Context: an optimization exercise on an open-source flow, tuned for small area, a short achievable clock period and few clock cycles per item. The choices shown serve that exercise and are no tape-out recipe.
Only simulation tests tie the RTL to the original design; equivalence was not proved.
Power and IR drop assume default switching activity.

==> fjord <==
==> flow/design.v <==
module cobbler_xu (
    input  wire        clk,
    input  wire        rst,
    input  wire        in_valid,
    output wire        in_ready,
    input  wire [31:0] in_insn,
    input  wire [31:0] in_pc,
    input  wire [31:0] in_a,
    input  wire [31:0] in_b,
    output wire        out_valid,
    input  wire        out_ready,
    output wire [31:0] out_result,
    output wire        out_wen,
    output wire [3:0]  out_rd,
    output wire [31:0] out_npc,
    output wire        out_trap,
    output wire [3:0]  out_cause,
    output wire [31:0] out_eaddr
);
    integer i;
    wire [5:0]  i_op    = in_insn[31:26];
    wire [13:0] i_fn    = in_insn[13:0];
    wire [4:0]  i_f     = i_fn[4:0];
    wire        i_fok   = (i_fn[13:5] == 9'd0);
    wire        i_alu   = (i_op == 6'h00);
    wire        i_rb0   = (in_insn[17:14] == 4'd0);
    wire i_add   = i_alu && i_fok && i_f == 5'd0;
    wire i_sub   = i_alu && i_fok && i_f == 5'd1;
    wire i_and   = i_alu && i_fok && i_f == 5'd2;
    wire i_or    = i_alu && i_fok && i_f == 5'd3;
    wire i_xor   = i_alu && i_fok && i_f == 5'd4;
    wire i_shl   = i_alu && i_fok && i_f == 5'd5;
    wire i_shr   = i_alu && i_fok && i_f == 5'd6;
    wire i_sra   = i_alu && i_fok && i_f == 5'd7;
    wire i_slt   = i_alu && i_fok && i_f == 5'd8;
    wire i_sltu  = i_alu && i_fok && i_f == 5'd9;
    wire i_mul   = i_alu && i_fok && i_f == 5'd10;
    wire i_mulhu = i_alu && i_fok && i_f == 5'd11;
    wire i_mulhs = i_alu && i_fok && i_f == 5'd12;
    wire i_divu  = i_alu && i_fok && i_f == 5'd13;
    wire i_remu  = i_alu && i_fok && i_f == 5'd14;
    wire i_min   = i_alu && i_fok && i_f == 5'd15;
    wire i_max   = i_alu && i_fok && i_f == 5'd16;
    wire i_clz   = i_alu && i_fok && i_f == 5'd17;
    wire i_popc  = i_alu && i_fok && i_f == 5'd18;
    wire i_bswp  = i_alu && i_fok && i_f == 5'd19;
    wire i_addi  = (i_op == 6'h01);
    wire i_andi  = (i_op == 6'h02);
    wire i_ori   = (i_op == 6'h03);
    wire i_xori  = (i_op == 6'h04);
    wire i_slti  = (i_op == 6'h05);
    wire i_shfti = (i_op == 6'h06);
    wire i_lui   = (i_op == 6'h07);
    wire i_br    = (i_op[5:3] == 3'b010) && (i_op[2:1] != 2'b11);
    wire i_jal   = (i_op == 6'h16);
    wire i_jalr  = (i_op == 6'h17);
    wire [1:0] i_shk = in_insn[6:5];
    wire i_illegal =
        (i_alu && (!i_fok || i_f > 5'd19 || ((i_clz || i_popc || i_bswp) && !i_rb0))) ||
        (i_shfti && (in_insn[17:7] != 11'd0 || i_shk == 2'd3)) ||
        (i_lui && in_insn[21:18] != 4'd0) ||
        !(i_alu || i_addi || i_andi || i_ori || i_xori || i_slti || i_shfti || i_lui ||
          i_br || i_jal || i_jalr);
    wire [3:0] i_rd  = i_jal ? 4'd15 : in_insn[25:22];
    wire i_wen   = !i_br && (i_rd != 4'd0);
    reg [5:0] i_clza, i_clzb, i_popcnt;
    wire [5:0] i_dsh = i_clzb - i_clza;
    always @(*) begin
        i_clza = 6'd32;
        for (i = 0; i < 32; i = i + 1)
            if (in_a[i]) i_clza = 6'd31 - i[5:0];
        i_clzb = 6'd32;
        for (i = 0; i < 32; i = i + 1)
            if (in_b[i]) i_clzb = 6'd31 - i[5:0];
        i_popcnt = 6'd0;
        for (i = 0; i < 32; i = i + 1)
            i_popcnt = i_popcnt + {5'd0, in_a[i]};
    end
    reg        v1_q;
    reg [31:0] insn_q, pc_q, a_q, b_q;
    reg [3:0]  rd_d;
    reg        ill_d, wen_d;
    reg        mul_d, mulhs_d, mullo_d, div_d, divu_d;
    reg        sub_d, useb_d, logb_d;        
    reg        s_sum, s_and, s_or, s_xor, s_sh, s_slt, s_sltu, s_mm, mmx_d;
    reg        s_clz, s_popc, s_bswp, s_lui, s_pc4;
    reg        sh_l_d, sh_a_d, shb_d;        
    reg        jal_d, jalr_d;
    reg [2:0]  brk_d;
    reg [5:0]  clza_d, popc_d, dsh_d;
    reg        bz_d, dq_d;             
    reg        ov_q, trap_q, wen_q, align_q;
    reg [3:0]  rd_q;
    reg [31:0] r_q;            
    reg [31:0] n_q;            
    assign out_valid  = ov_q;
    assign out_trap   = trap_q;
    assign out_wen    = wen_q;
    assign out_rd     = rd_q;
    assign out_result = r_q;
    assign out_eaddr  = r_q;
    assign out_npc    = n_q;
    assign out_cause  = {2'b00, align_q, 1'b1};
    localparam [1:0] M_IDLE = 2'd0, M_MUL = 2'd1, M_DITER = 2'd3;
    reg [1:0]  mode_q;         
    reg [4:0]  cnt_q;          
    reg        mx_q;           
    reg        mp_q;           
    wire [31:0] a  = a_q;
    wire [31:0] b  = b_q;
    wire [31:0] pc = pc_q;
    wire [17:0] imm18 = insn_q[17:0];
    wire [25:0] imm26 = insn_q[25:0];
    wire        d_iter  = (mode_q == M_DITER);
    wire [31:0] simm  = {{14{imm18[17]}}, imm18};
    wire [31:0] opnd  = useb_d ? b : simm;
    wire [32:0] add_a = d_iter ? {r_q, a[cnt_q]} : {1'b0, a};
    wire [33:0] sum   = {1'b0, add_a} + {1'b1, sub_d ? ~opnd : opnd} + {33'd0, sub_d};
    wire        lt_u  = !sum[33];
    wire        lt_s  = (a[31] ^ opnd[31]) ? a[31] : sum[31];
    wire        eq    = (sum[31:0] == 32'd0);     
    wire [4:0]  shamt = div_d ? dsh_d[4:0] : (shb_d ? b[4:0] : imm18[4:0]);
    reg  [31:0] a_rev, sh_out;
    always @(*) begin
        for (i = 0; i < 32; i = i + 1)
            a_rev[i] = a[31 - i];
    end
    wire [31:0] sh_in  = sh_l_d ? a_rev : a;
    wire [32:0] sh_x   = {sh_a_d & a[31], sh_in};
    wire [32:0] sh_r   = $signed(sh_x) >>> shamt;
    always @(*) begin
        for (i = 0; i < 32; i = i + 1)
            sh_out[i] = sh_l_d ? sh_r[31 - i] : sh_r[i];
    end
    wire [31:0] pc4   = pc + 32'd4;
    wire [31:0] boff  = jal_d ? {{4{imm26[25]}}, imm26, 2'b00} : {{12{imm18[17]}}, imm18, 2'b00};
    wire [31:0] ptgt  = pc + boff;
    wire [31:0] lopnd = logb_d ? b : {14'd0, imm18};
    reg [31:0] res;
    always @(*) begin
        res = 32'd0;
        if (s_sum)  res = res | sum[31:0];
        if (s_and)  res = res | (a & lopnd);
        if (s_or)   res = res | (a | lopnd);
        if (s_xor)  res = res | (a ^ lopnd);
        if (s_sh)   res = res | sh_out;
        if (s_slt)  res = res | {31'd0, lt_s};
        if (s_sltu) res = res | {31'd0, lt_u};
        if (s_mm)   res = res | ((lt_s ^ mmx_d) ? a : b);
        if (s_clz)  res = res | {26'd0, clza_d};
        if (s_popc) res = res | {26'd0, popc_d};
        if (s_bswp) res = res | {a[7:0], a[15:8], a[23:16], a[31:24]};
        if (s_lui)  res = res | {imm18, 14'd0};
        if (s_pc4)  res = res | pc4;
    end
    reg taken;
    always @(*) begin
        case (brk_d)
            3'd0: taken = eq;
            3'd1: taken = !eq;
            3'd2: taken = lt_s;
            3'd3: taken = !lt_s;
            3'd4: taken = lt_u;
            3'd5: taken = !lt_u;
            3'd6: taken = 1'b0;
            default: taken = 1'b1;
        endcase
    end
    wire        align  = jalr_d && (sum[1:0] != 2'b00);
    wire        trap   = ill_d | align;
    wire [31:0] tgt    = jalr_d ? sum[31:0] : ptgt;
    wire [31:0] npc    = trap ? pc : (taken ? tgt : pc4);
    wire [31:0] rval   = ill_d ? insn_q : (align ? sum[31:0] : res);
    localparam MW = 42;
    wire        m_busy  = (mode_q == M_MUL);
    wire        m_last  = m_busy && cnt_q[1:0] == 2'd3;
    wire        m_sgn   = mulhs_d;
    wire [32:0] m_a     = {m_sgn & a[31], a};
    wire [7:0]  m_bd    = b[7:0];
    wire [8:0]  m_bx    = {m_bd, mp_q};
    wire [32:0] m_acc   = m_busy ? {mx_q, r_q} : 33'd0;
    reg  [MW-1:0] m_rows [0:3];
    reg  [3:0]    m_neg;
    integer t;
    always @(*) begin
        for (t = 0; t < 4; t = t + 1) begin : m_row
            reg b0, b1, b2, one, two, neg;
            reg [34:0] m, v;
            b0  = m_bx[2*t];
            b1  = m_bx[2*t+1];
            b2  = m_bx[2*t+2];
            neg = b2 & !(b1 & b0);
            one = b1 ^ b0;
            two = (b2 & !b1 & !b0) | (!b2 & b1 & b0);
            m   = one ? {{2{m_a[32]}}, m_a} : (two ? {m_a[32], m_a, 1'b0} : 35'd0);
            v   = neg ? ~m : m;
            m_neg[t]  = neg;
            m_rows[t] = {{(MW-35){1'b0}}, ~v[34], v[33:0]} << (2*t);
            if (t > 0)
                m_rows[t][2*t-2] = m_neg[t-1];
        end
        m_rows[0][41] = 1'b1;
        m_rows[0][39] = 1'b1;
        m_rows[0][37] = 1'b1;
        m_rows[0][35] = 1'b1;
    end
    wire [MW-1:0] m_c   = {{(MW-35){1'b0}}, ~m_acc[32], m_acc[32], m_acc[32:0]};
    wire [MW-1:0] m_r16 = {((m_last & !m_sgn & m_bd[7]) ? {1'b0, m_a} : 34'd0), 1'b0, m_neg[3], 6'd0};
    wire [MW-1:0] m_s   = m_c + m_rows[0] + m_rows[1] + m_rows[2] + m_rows[3] + m_r16;
    wire [31:0] m_lo    = {m_s[7:0], b[31:8]};
    wire        d_fits  = sum[33];
    wire [31:0] d_rem   = d_fits ? sum[31:0] : add_a[31:0];
    wire [31:0] d_quo   = {n_q[30:0], d_fits};
    wire        d_last  = d_iter && cnt_q == 5'd0;
    wire [31:0] d_qres  = d_iter ? d_quo : (bz_d ? 32'hFFFF_FFFF : 32'd0);
    wire [31:0] d_rres  = d_iter ? d_rem : a;
    wire [31:0] d_res   = divu_d ? d_qres : d_rres;
    wire idle    = (mode_q == M_IDLE);
    wire multi   = mul_d || (div_d && !dq_d);
    wire free    = !ov_q || out_ready;
    wire move    = v1_q && free && (idle ? !multi : (m_last || d_last));
    wire start   = v1_q && idle && multi && free;
    wire m_iter  = m_busy || (start && mul_d);
    assign in_ready = !v1_q || move;
    wire        x_trap  = trap;
    wire        x_wen   = wen_d && !trap;
    always @(posedge clk) begin
        if (rst) begin
            v1_q   <= 1'b0;
            ov_q   <= 1'b0;
            mode_q <= M_IDLE;
        end else begin
            if (in_ready)
                v1_q <= in_valid;
            if (move)
                mode_q <= M_IDLE;
            else if (start)
                mode_q <= mul_d ? M_MUL : M_DITER;
            if (move)
                ov_q <= 1'b1;
            else if (out_ready)
                ov_q <= 1'b0;
        end
    end
    always @(posedge clk) begin
        if (in_ready) begin
            insn_q  <= in_insn;
            pc_q    <= in_pc;
            a_q     <= in_a;
            b_q     <= in_b;
            rd_d    <= i_rd;
            ill_d   <= i_illegal;
            wen_d   <= i_wen;
            mul_d   <= i_mul | i_mulhu | i_mulhs;
            mulhs_d <= i_mulhs;
            mullo_d <= i_mul;
            div_d   <= i_divu | i_remu;
            divu_d  <= i_divu;
            sub_d   <= !(i_add || i_addi || i_jalr);
            useb_d  <= i_alu || i_br;
            logb_d  <= i_alu;
            s_sum   <= i_add || i_sub || i_addi;
            s_and   <= i_and || i_andi;
            s_or    <= i_or || i_ori;
            s_xor   <= i_xor || i_xori;
            s_sh    <= i_shl || i_shr || i_sra || i_shfti;
            s_slt   <= i_slt || i_slti;
            s_sltu  <= i_sltu;
            s_mm    <= i_min || i_max;
            mmx_d   <= i_max;
            s_clz   <= i_clz;
            s_popc  <= i_popc;
            s_bswp  <= i_bswp;
            s_lui   <= i_lui;
            s_pc4   <= i_jal || i_jalr;
            sh_l_d  <= i_shl || (i_shfti && i_shk == 2'd0);
            sh_a_d  <= i_sra || (i_shfti && i_shk == 2'd2);
            shb_d   <= i_alu;
            jal_d   <= i_jal;
            jalr_d  <= i_jalr;
            brk_d   <= i_br ? i_op[2:0] : ((i_jal || i_jalr) ? 3'd7 : 3'd6);
            clza_d  <= i_clza;
            popc_d  <= i_popcnt;
            dsh_d   <= i_dsh;
            bz_d    <= (in_b == 32'd0);
            dq_d    <= (in_b == 32'd0) || i_dsh[5];
        end else if (m_iter) begin
            b_q     <= m_lo;
        end
        if (start)
            cnt_q <= mul_d ? 5'd1 : dsh_d[4:0];
        else if (m_busy)
            cnt_q <= cnt_q + 5'd1;
        else if (d_iter)
            cnt_q <= cnt_q - 5'd1;
        mx_q <= m_s[40];
        mp_q <= m_iter && !m_last && m_bd[7];
        if (move) begin
            trap_q  <= x_trap;
            align_q <= !ill_d;
            wen_q   <= x_wen;
            rd_q    <= rd_d;
        end
        if (m_iter)
            r_q <= (m_last && mullo_d) ? m_lo : m_s[39:8];
        else if (move)
            r_q <= div_d ? d_res : rval;
        else if (start)
            r_q <= {1'b0, sh_out[31:1]};
        else if (d_iter)
            r_q <= d_rem;
        if (move)
            n_q <= npc;
        else if (start)
            n_q <= 32'd0;
        else if (d_iter)
            n_q <= d_quo;
    end
endmodule
==> flow/flow/run.sh <==
#!/bin/bash
# The standard layout, with the port buffers that global placement adds
# taken as the smallest plain buffer instead of a delay cell.
set -euo pipefail
bash standard.sh "BUFFER_PORTS_ARGS=-buffer_cell sky130_fd_sc_hd__buf_1" finish > standard.log 2>&1
==> flow/standard.sh <==
#!/bin/bash
# synth_recipe.tcl (not shown) runs the flow's synth.tcl, then flattens the netlist and writes it again
# the make line also repeats each setting of config.mk as NAME=value (left out here)
make -C /OpenROAD-flow-scripts/flow DESIGN_CONFIG=/design/flow/config.mk WORK_HOME=/design/flow/orfs CLKGATE_MAP_FILE= SYNTH_SCRIPT=/design/flow/synth_recipe.tcl "${@:-finish}"
==> flow/config.mk <==
export PLATFORM = sky130hd
export DESIGN_NAME = cobbler_xu
export DESIGN_NICKNAME = cobbler_xu
export VERILOG_FILES = /design/flow/design.v
export SDC_FILE = /design/flow/constraint.sdc
export NUM_CORES = 4
export LEC_CHECK = 0
export CAP_MARGIN = 10
export CORE_MARGIN = 2
export CORE_UTILIZATION = 50
export CTS_BUF_LIST = sky130_fd_sc_hd__clkbuf_8
export PLACE_DENSITY = 0.7
export SETUP_SLACK_MARGIN = 5
export SLEW_MARGIN = 10
==> flow/constraint.sdc <==
create_clock -name core_clock -period 12.0 [get_ports {clk}]
set_input_delay 2.4000 -clock core_clock [delete_from_list [all_inputs] [get_ports {clk}]]
set_output_delay 2.4000 -clock core_clock [all_outputs]
set_load 0.01 [all_outputs]
==> pepper: changes against fjord <==
--- a/flow/design.v
+++ b/flow/design.v
@@ -83,8 +83,8 @@
     reg        mul_d, mulhs_d, mullo_d, div_d, divu_d;
     reg        sub_d, useb_d, logb_d;        
-    reg        s_sum, s_and, s_or, s_xor, s_sh, s_slt, s_sltu, s_mm, mmx_d;
+    reg        s_sum, s_and, s_or, s_xor, s_sh, s_slt, s_sltu, s_min, s_max;
     reg        s_clz, s_popc, s_bswp, s_lui, s_pc4;
     reg        sh_l_d, sh_a_d, shb_d;        
-    reg        jal_d, jalr_d;
+    reg        br_d, jal_d, jalr_d;
     reg [2:0]  brk_d;
     reg [5:0]  clza_d, popc_d, dsh_d;
@@ -119,5 +119,5 @@
     wire        lt_u  = !sum[33];
     wire        lt_s  = (a[31] ^ opnd[31]) ? a[31] : sum[31];
-    wire        eq    = (sum[31:0] == 32'd0);     
+    wire        eq    = (a == b);
     wire [4:0]  shamt = div_d ? dsh_d[4:0] : (shb_d ? b[4:0] : imm18[4:0]);
     reg  [31:0] a_rev, sh_out;
@@ -147,5 +147,6 @@
         if (s_slt)  res = res | {31'd0, lt_s};
         if (s_sltu) res = res | {31'd0, lt_u};
-        if (s_mm)   res = res | ((lt_s ^ mmx_d) ? a : b);
+        if (s_min)  res = res | (lt_s ? a : b);
+        if (s_max)  res = res | (lt_s ? b : a);
         if (s_clz)  res = res | {26'd0, clza_d};
         if (s_popc) res = res | {26'd0, popc_d};
@@ -267,6 +268,6 @@
             s_slt   <= i_slt || i_slti;
             s_sltu  <= i_sltu;
-            s_mm    <= i_min || i_max;
-            mmx_d   <= i_max;
+            s_min   <= i_min;
+            s_max   <= i_max;
             s_clz   <= i_clz;
             s_popc  <= i_popc;
@@ -277,4 +278,5 @@
             sh_a_d  <= i_sra || (i_shfti && i_shk == 2'd2);
             shb_d   <= i_alu;
+            br_d    <= i_br;
             jal_d   <= i_jal;
             jalr_d  <= i_jalr;
ABC_AREA = 1   (was default)
CORE_UTILIZATION = 30   (was 50)
CTS_BUF_LIST = default   (was sky130_fd_sc_hd__clkbuf_8)
PLACE_DENSITY = default   (was 0.7)
==> qor summary <==
Run status: pepper complete, but fails checks; fjord finished clean
Violated checks: pepper capacitance limit, slew limit; fjord -
Yosys cell types: pepper 63; fjord 100
Post-Syn Instances: pepper 5134; fjord 4166
Core occupancy in the finished layout: pepper 33.24%; fjord 55.55%
Full die area: pepper 119600 sq um; fjord 72640 sq um
Leakage component of the power: pepper 17.38 nW; fjord 16.49 nW
H-tree depth: pepper 1; fjord 2
Area share of the leading cell type in the synthesized netlist: pepper 22.10%; fjord 21.98%
Cell depth of the worst flop-to-flop path: pepper 20; fjord 23
Min Tclk post-route: pepper 6.859 ns; fjord 7.073 ns
Post-Route Skew: pepper 0.03647 ns; fjord 0.05977 ns
DRT iter0 DRCs: pepper 5105; fjord 5894
Total design power: pepper 12.92 mW; fjord 13.42 mW
Power of the clock network: pepper 0.992 mW; fjord 1.07 mW
Combinational share of power: pepper 80.5%; fjord 80.4%
Clock buffers created by TritonCTS: pepper 29; fjord 49
Relative contribution of sequential cells to total power: pepper 11.8%; fjord 11.6%
Testbench counts of fjord, summed over its fixed seeds: cycles 33,851, items 24,000.
Testbench counts of pepper, summed over its fixed seeds: cycles 33,851, items 24,000.

## re-timing with driven ports
The flow's constraints put no driver on any port. The routed layouts listed below were extracted and timed again, unchanged, in two steps.
Step 1: set_driving_cell puts a clkbuf_16 on clk and a buf_2 on each other input, an assumption about the parent block.
Step 2 also shifts input and output timing later by t, the mid clock arrival at the registers, as if the neighbouring blocks saw the same clock.
Three values: no drivers, after step 1, after step 2; two values: the first two.
run | shift t [ns] | setup WS [ns] | clock arrival spread, ns | worst slew at a driven data input, ns
fjord | 0.750 | 4.927 / 4.927 / 4.815 | 0.059 / 0.059 | 0.06
pepper | 0.689 | 5.141 / 5.141 / 4.958 | 0.037 / 0.037 | 0.06
The setup slack of pepper, which loses most, moves by 0.000 ns with the drivers and by -0.183 ns with both steps.
